Context: an optimization exercise on an open-source flow, tuned for small area, a short achievable clock period and few clock cycles per item. The choices shown serve that exercise and are no tape-out recipe. In this exercise RTL edits were held to simulation tests only and were not proved equivalent to the original. Power and IR drop assume default switching activity.

File: design/flow/run.sh
#!/bin/bash
# synth_recipe.tcl (not shown) runs the flow's synth.tcl, then flattens the netlist and writes it again
# the make line also repeats each setting of config.mk as NAME=value (left out here)
make -C /OpenROAD-flow-scripts/flow DESIGN_CONFIG=/design/flow/config.mk WORK_HOME=/design/flow/orfs CLKGATE_MAP_FILE= SYNTH_SCRIPT=/design/flow/synth_recipe.tcl finish
File: design/flow/config.mk
export PLATFORM = sky130hd
export DESIGN_NAME = eozan_dec
export DESIGN_NICKNAME = eozan_dec
export VERILOG_FILES = /design/flow/design.v
export SDC_FILE = /design/flow/constraint.sdc
export NUM_CORES = 4
export LEC_CHECK = 0
export CAP_MARGIN = 20
export CORE_MARGIN = 2
export CORE_UTILIZATION = 40
export PLACE_DENSITY = 0.6
export SLEW_MARGIN = 20
File: design/flow/constraint.sdc
create_clock -name core_clock -period 10.0 [get_ports {clk}]
set_input_delay 2.0000 -clock core_clock [delete_from_list [all_inputs] [get_ports {clk}]]
set_output_delay 2.0000 -clock core_clock [all_outputs]
set_load 0.01 [all_outputs]
File: design/flow/design.v
module eozan_dec (
    input  wire        clk,
    input  wire        rst,           
    input  wire        in_valid,
    output wire        in_ready,
    input  wire [31:0] in_data,
    input  wire [31:0] ovf_first,     
    input  wire [15:0] ovf_count,     
    output wire        out_valid,
    input  wire        out_ready,
    output wire [31:0] out_data,
    output wire        out_last,
    output wire        res_mm,        
    output wire [1:0]  res_kind,      
    output wire        res_raw,       
    output wire        res_flush,     
    output wire [31:0] res_ptr        
);
    localparam [2:0] S_LOAD  = 3'd0,
                     S_CHECK = 3'd1,
                     S_RUNCK = 3'd2,
                     S_GEN   = 3'd3,
                     S_OUT   = 3'd4;
    localparam [1:0] K_CRC = 2'd0, K_MAL = 2'd1, K_RANGE = 2'd2;
    reg  [2:0]   state;
    reg  [511:0] slot;         
    reg  [3:0]   wcnt;         
    reg  [31:0]  first_q;
    reg  [15:0]  count_q;
    wire [15:0]  hdr      = slot[15:0];
    wire [3:0]   h_mode   = hdr[3:0];
    wire         h_raw    = hdr[4];
    wire         h_flush  = hdr[5];
    wire [2:0]   h_lv     = hdr[8:6];
    wire [6:0]   h_rsv    = hdr[15:9];
    wire [463:0] pay      = slot[479:16];
    wire [31:0]  h_ptr    = slot[47:16];
    wire [31:0]  h_crc    = slot[511:480];
    wire hdr_bad = (h_rsv != 7'd0)
                || (!h_raw && h_mode >= 4'd4)
                || ( h_raw && h_mode != 4'd0)
                || (h_lv != 3'd0 && !(h_raw && h_flush));
    wire [3:0] bm_a   = pay[3:0];
    wire [3:0] bm_b   = pay[7:4];
    wire [6:0] bm_rep = pay[14:8];
    wire [3:0] pd_pm1 = pay[3:0];
    wire [32:0] ptr_off  = {1'b0, h_ptr} - {1'b0, first_q};
    wire        ptr_ok   = !ptr_off[32] && (ptr_off[31:0] < {16'd0, count_q});
    reg  [5:0]  ent;           
    reg  [9:0]  acc;           
    wire [9:0]  ent_pos  = ent * 10;
    wire [9:0]  ent_fld  = pay >> ent_pos;
    wire [3:0]  ent_code = ent_fld[3:0];
    wire [6:0]  ent_len  = {1'b0, ent_fld[9:4]} + 7'd1;
    wire [10:0] acc_next = {1'b0, acc} + {4'd0, ent_len};
    reg  [8:0]  dot;           
    reg  [3:0]  pj;            
    reg  [31:0] wbuf;          
    reg  [31:0] crc;
    reg         bad;           
    reg  [1:0]  kind_q;
    reg         mm_q;
    wire [2:0]  line = dot[8:6];
    wire [5:0]  dcol = dot[5:0];
    reg  [2:0]  map_idx;
    integer     k;
    always @(*) begin
        map_idx = 3'd0;
        for (k = 1; k < 8; k = k + 1)
            if (k <= line && !bm_rep[k-1])
                map_idx = map_idx + 3'd1;
    end
    wire [8:0]  bm_pos = 9'd15 + {map_idx, 6'd0} + {3'd0, dcol};
    wire        bm_bit = pay[bm_pos];
    wire [4:0]  pd_p    = {1'b0, pd_pm1} + 5'd1;
    wire [6:0]  pd_idx  = pd_p * line + {3'd0, pj};
    wire [8:0]  pd_pos  = 9'd4 + {pd_idx, 2'b00};
    wire [3:0]  pd_code = pay >> pd_pos;
    reg  [3:0]  code;
    always @(*) begin
        case (h_mode[1:0])
            2'd0: code = pay[3:0];
            2'd1: code = bm_bit ? bm_b : bm_a;
            2'd2: code = pd_code;
            default: code = ent_code;
        endcase
        if (bad || h_raw)
            code = 4'd0;
    end
    function [31:0] crc_nib(input [31:0] c, input [3:0] d);
        integer i;
        reg [31:0] t;
        begin
            t = c;
            for (i = 0; i < 4; i = i + 1)
                t = (t[0] ^ d[i]) ? ((t >> 1) ^ 32'h82F63B78) : (t >> 1);
            crc_nib = t;
        end
    endfunction
    wire [31:0] crc_next = crc_nib(crc, code);
    wire [31:0] wbuf_next = {code, wbuf[31:4]};
    assign in_ready  = (state == S_LOAD);
    assign out_valid = (state == S_OUT);
    assign out_data  = wbuf;
    assign out_last  = (state == S_OUT) && (dot == 9'd0);
    assign res_mm    = mm_q;
    assign res_kind  = kind_q;
    assign res_raw   = h_raw;
    assign res_flush = h_flush;
    assign res_ptr   = h_raw ? h_ptr : 32'd0;
    always @(posedge clk) begin
        if (rst) begin
            state  <= S_LOAD;
            wcnt   <= 4'd0;
            dot    <= 9'd0;
            bad    <= 1'b0;
            mm_q   <= 1'b0;
            kind_q <= K_CRC;
        end else begin
            case (state)
                S_LOAD: if (in_valid) begin
                    slot <= {in_data, slot[511:32]};
                    wcnt <= wcnt + 4'd1;
                    if (wcnt == 4'd15) begin
                        first_q <= ovf_first;
                        count_q <= ovf_count;
                        state   <= S_CHECK;
                    end
                end
                S_CHECK: begin
                    dot    <= 9'd0;
                    pj     <= 4'd0;
                    ent    <= 6'd0;
                    acc    <= 10'd0;
                    crc    <= 32'hFFFF_FFFF;
                    mm_q   <= 1'b0;
                    kind_q <= K_CRC;
                    bad    <= 1'b0;
                    if (hdr_bad
                        || (!h_raw && h_mode == 4'd1 && bm_rep == 7'd0)
                        || (!h_raw && h_mode == 4'd2 && pd_pm1 >= 4'd14)) begin
                        bad    <= 1'b1;
                        mm_q   <= 1'b1;
                        kind_q <= K_MAL;
                        state  <= S_GEN;
                    end else if (h_raw && !ptr_ok) begin
                        bad    <= 1'b1;
                        mm_q   <= 1'b1;
                        kind_q <= K_RANGE;
                        state  <= S_GEN;
                    end else if (!h_raw && h_mode == 4'd3) begin
                        state  <= S_RUNCK;
                    end else begin
                        state  <= S_GEN;
                    end
                end
                S_RUNCK: begin
                    if (acc_next > 11'd512) begin
                        bad    <= 1'b1;
                        mm_q   <= 1'b1;
                        kind_q <= K_MAL;
                        ent    <= 6'd0;
                        acc    <= 10'd0;
                        state  <= S_GEN;
                    end else if (acc_next == 11'd512) begin
                        ent    <= 6'd0;
                        acc    <= 10'd0;
                        state  <= S_GEN;
                    end else if (ent == 6'd45) begin
                        bad    <= 1'b1;
                        mm_q   <= 1'b1;
                        kind_q <= K_MAL;
                        ent    <= 6'd0;
                        acc    <= 10'd0;
                        state  <= S_GEN;
                    end else begin
                        ent <= ent + 6'd1;
                        acc <= acc_next[9:0];
                    end
                end
                S_GEN: begin
                    wbuf <= wbuf_next;
                    crc  <= crc_next;
                    dot  <= dot + 9'd1;
                    if (dcol == 6'd63 || pj == pd_pm1)
                        pj <= 4'd0;
                    else
                        pj <= pj + 4'd1;
                    if ({4'd0, acc} + 11'd1 == {4'd0, ent_len}) begin
                        ent <= ent + 6'd1;
                        acc <= 10'd0;
                    end else begin
                        acc <= acc + 10'd1;
                    end
                    if (dot[2:0] == 3'd7) begin
                        state <= S_OUT;
                        if (dot == 9'd511 && !bad && !h_raw
                            && (crc_next ^ 32'hFFFF_FFFF) != h_crc) begin
                            mm_q   <= 1'b1;
                            kind_q <= K_CRC;
                        end
                    end
                end
                S_OUT: if (out_ready) begin
                    if (dot == 9'd0)
                        state <= S_LOAD;
                    else
                        state <= S_GEN;
                end
                default: state <= S_LOAD;
            endcase
        end
    end
endmodule
==> out/results.ini <==
[detailed_routing]
detail_route.first_pass.iterations = 6
first_iter_violations = 4066
drc = 0
vias = 27000
routed_wl_mm = 130
final_antenna_net_count = 0
post_drt_wl_per_cell_um = 31.4
vias_per_cell = 6.53

[placed_design]
gp_congestion = 0.944
numPortBuffers = 155
hpwl_mm = 91.4

[power_and_ir_drop]
p_per_area_nw_per_um2 = 147
ir_drop_mv = 0.107
leakage_nw = 14.5

[timing]
clock.fmax_mhz = 114
period_needed_ns = 8.76
fin_crit_sh = 0.876
setup_violations = 0
rsz0062_at_grt = false
hold_ws_ns = 0.446
finalMaxSlewViolations = 0
hold_viol = 0
setup_tns_ns = 0
worst_slew_pin_slew_ns = 1.22
relSlewSlack = 0.186
skew_ns = 0.0339

[global_routing]
grt_pass1_vias = 26700
antenna_found_initial = 1
grt_pass1_wl_mm = 189
grtUsageTotal = 0.259
grt_remaining_overflow = 0
grt_max_degree = 188

[synth]
synth.distinct_cells = 110
synth-seq-cells = 664
yosys.area.top_type_share = 0.498
synth_cells = 2686
synth_nets = 2862
yosys_most_used_dff = edfxtp_1
synth_edf_count = 644
async_flop_share = 0
yosysWarnings = 1
yosysTopAreaCell = edfxtp_1
synth_area_per_cell_sq_um = 14.4
syn_area_sq_um = 38800
yosysSeqAreaShare = 0.509
ys_top_cells_by_area = edfxtp_1 (50%), mux4_2 (20%), ha_1 (2.7%)

[clock_tree]
cts_tree = yes
cts_resized = 0
post-cts-setup-buffers = 0
insertion_delay_ns = 0.66
numCtsBuffers = 76
cts.clk_slew.worst_paths_ns = 0.06
cts_buffer_depth = 3
cts_hold_buf = 0
cts_sinks = 664
cts_max_level = 3
clock-root-buffer = clkbuf_16

[setup_path]
cp.required_ns = 10.58
crit_fanout = 14
critPathLaunchType = flop
crit_type = reg2reg
crit_path_end_kind = flop
worstPathArrival_ns = 9.34

[floorplan]
rows = 114
die_y_um = 315
io_pins = 156
die_w_um = 315
start_util = 0.402
die_area_sq_um = 99500
core-area_sq_um = 96400

[finish]
fin_nets = 2974
syn2layout_area_growth_pct = 13.8
n_antenna_cell = 0
fill_cells = 8503
register_area_sq_um = 19700
layout-drive-gt1-share = 0.214
multi_input_area_sq_um = 17800

[run_status]
status = no timing/DRC/antenna violations

[hold_path]
hp-class = reg2reg

[job]
drv_cap = 0

==> sequential cells by signal (all words and copies together) (netlist names) <==
| signal | cells |
|---|---|
| state | 3 |
| crc | 32 |
| slot | 512 |
| acc | 10 |
| wbuf | 32 |
| bad | 1 |
| ent | 6 |
| dot | 9 |
| mm_q | 1 |
| pj | 4 |
| first_q | 32 |
| count_q | 16 |
| wcnt | 4 |
| kind_q | 2 |
==> routing by layer <==
layer | track usage | vias to the layer above | routed length, um
li1 | - | 11000 | -
met1 | 0.341 | 13700 | 48800
met2 | 0.408 | 1886 | 60300
met3 | 0.0608 | 378 | 13800
met4 | 0.118 | 2 | 6870
met5 | 0 | - | 7
==> cell usage after synthesis (19+ instances only) <==
library cell,count
nor2b_1,19
mux2i_1,56
mux4_2,349
and2_1,48
clkbuf_1,68
nor2_1,112
buf_4,27
nand4_1,38
nand3_1,72
o221ai_1,19
buf_6,25
nor3_1,29
a21oi_1,85
a31oi_1,22
edfxtp_1,644
o21ai_0,79
nand2_1,204
o22ai_1,28
mux2_2,30
inv_1,110
a211oi_1,27
xnor2_1,77
xor2_1,53
dfxtp_1,20
ha_1,84
buf_2,50
==> report_power, final <==
part | leakage (nW) | switching [mW] | internal, mW
clock | 1.21 | 1.19 | 1.66
sequential | 6.16 | 0.128 | 3.15
combinational | 7.11 | 0.186 | 0.182
total | 14.5 | 1.51 | 4.99
==> per-stage QoR <==
stage / power [mW] / cells / utilization / worst slack, ns / area (sq um)
3_3_place_gp: 3.68 / 3994 / 0.431 / 1.57 / 41600
2_1_floorplan: 3.51 / 2686 / - / -0.147 / 38800
3_5_place_dp: 3.69 / 3994 / 0.432 / 1.34 / 41600
6_report: 6.49 / 4133 / 0.458 / 1.24 / 44200
4_1_cts: 6.51 / 4131 / 0.458 / 1.35 / 44100
5_1_grt: 6.66 / 4133 / 0.458 / 0.725 / 44200
==> cell usage in the layout (no fill, tap or decap), types with 22 or more instances in the layout <==
cell type	netlist	final
o21ai_0	79	79
ha_1	84	81
nand3_1	72	72
mux2i_1	56	56
and2_1	48	48
mux2_2	30	30
xnor2_1	77	74
nor3_1	29	27
mux4_2	349	349
buf_4	27	46
nand4_1	38	38
nor2_1	112	108
a211oi_1	27	27
xor2_1	53	50
a21oi_1	85	85
a31oi_1	22	22
nand2_1	204	203
clkbuf_16	0	78
inv_1	110	110
edfxtp_1	644	644
o22ai_1	28	28
clkdlybuf4s50_1	0	155
==> layout make-up <==
| type | instances | area share |
|---|---|---|
| multi-input cells | 1736 | 0.403 |
| inverters | 110 | 0.00935 |
| repair buffers | 210 | 0.0474 |
| clock inverters | 42 | 0.0109 |
| well taps | 1276 | 0.0361 |
| flip-flops and latches | 664 | 0.447 |
| clock buffers | 95 | 0.0459 |
==> critical path, stage by stage, from the launching register on <==
cell       delay (ns)
edfxtp_1         0.71
ha_1             0.30
xor2_1           0.27
nand2_1          0.11
fa_1             0.55
fa_1             0.47
fa_1             0.47
xor2_1           0.47
xor2_4           0.57
mux4_2           0.62
mux2i_1          0.18
o21ai_0          0.11
a211oi_1         0.48
a211o_1          0.23
o221ai_2         0.16
o21ai_1          0.34
and2_1           0.67
xnor3_2          0.65
a2bb2oi_1        0.19
o211ai_1         0.11
nor4_1           0.40
a31o_2           0.39
o221a_1          0.22
==> worst paths after layout <==
kind | slack, ns | from | end | depth (start not counted)
hold / removal | 0.45 | wbuf[24] | wbuf[20] | 0
setup reg to reg | 1.24 | slot[17] | bad | 22
hold reg to reg | 0.45 | wbuf[24] | wbuf[20] | 0
setup / recovery | 1.24 | slot[17] | bad | 22
==> kinds of logic (layout without fill, tap and decap cells) <==
family / count (synthesis) / in the layout / share of synthesized area
buffers and inverters: 286 / 457 / 0.0367
adder cells (fa/ha/maj): 92 / 92 / 0.0312
AO/OA/AOI/OAI: 434 / 434 / 0.0771
flip-flops: 664 / 664 / 0.509
multiplexers: 440 / 440 / 0.228
AND/OR/NAND/NOR: 626 / 626 / 0.0811
XOR/XNOR: 144 / 144 / 0.0374
Testbench counts, summed over its fixed seeds: cycles 719,733, items 1,200.

## what the ideal ports hide
Ports are ideal in the flow. The routed layout listed here was re-timed in OpenROAD. Step 1 sets driving cells, clkbuf_16 on the clock port and buf_2 on the other inputs (assumed; they add their load-dependent delay and slew). Step 2, shift: input delay + t, output delay - t, t = (earliest + latest rising clock arrival at the registers) / 2. This alone moves slack from input paths to output paths. Three values: no drivers, after step 1, after step 2; two values: the first two.
t (ns): 0.711
slack for setup (ns): 1.236 / 1.236 / 1.236
worst data-port slew with drivers (ns): 0.06
After both steps setup and hold are still met in this run. The setup slack of this run moves by 0.000 ns with the drivers and by 0.000 ns with both steps.
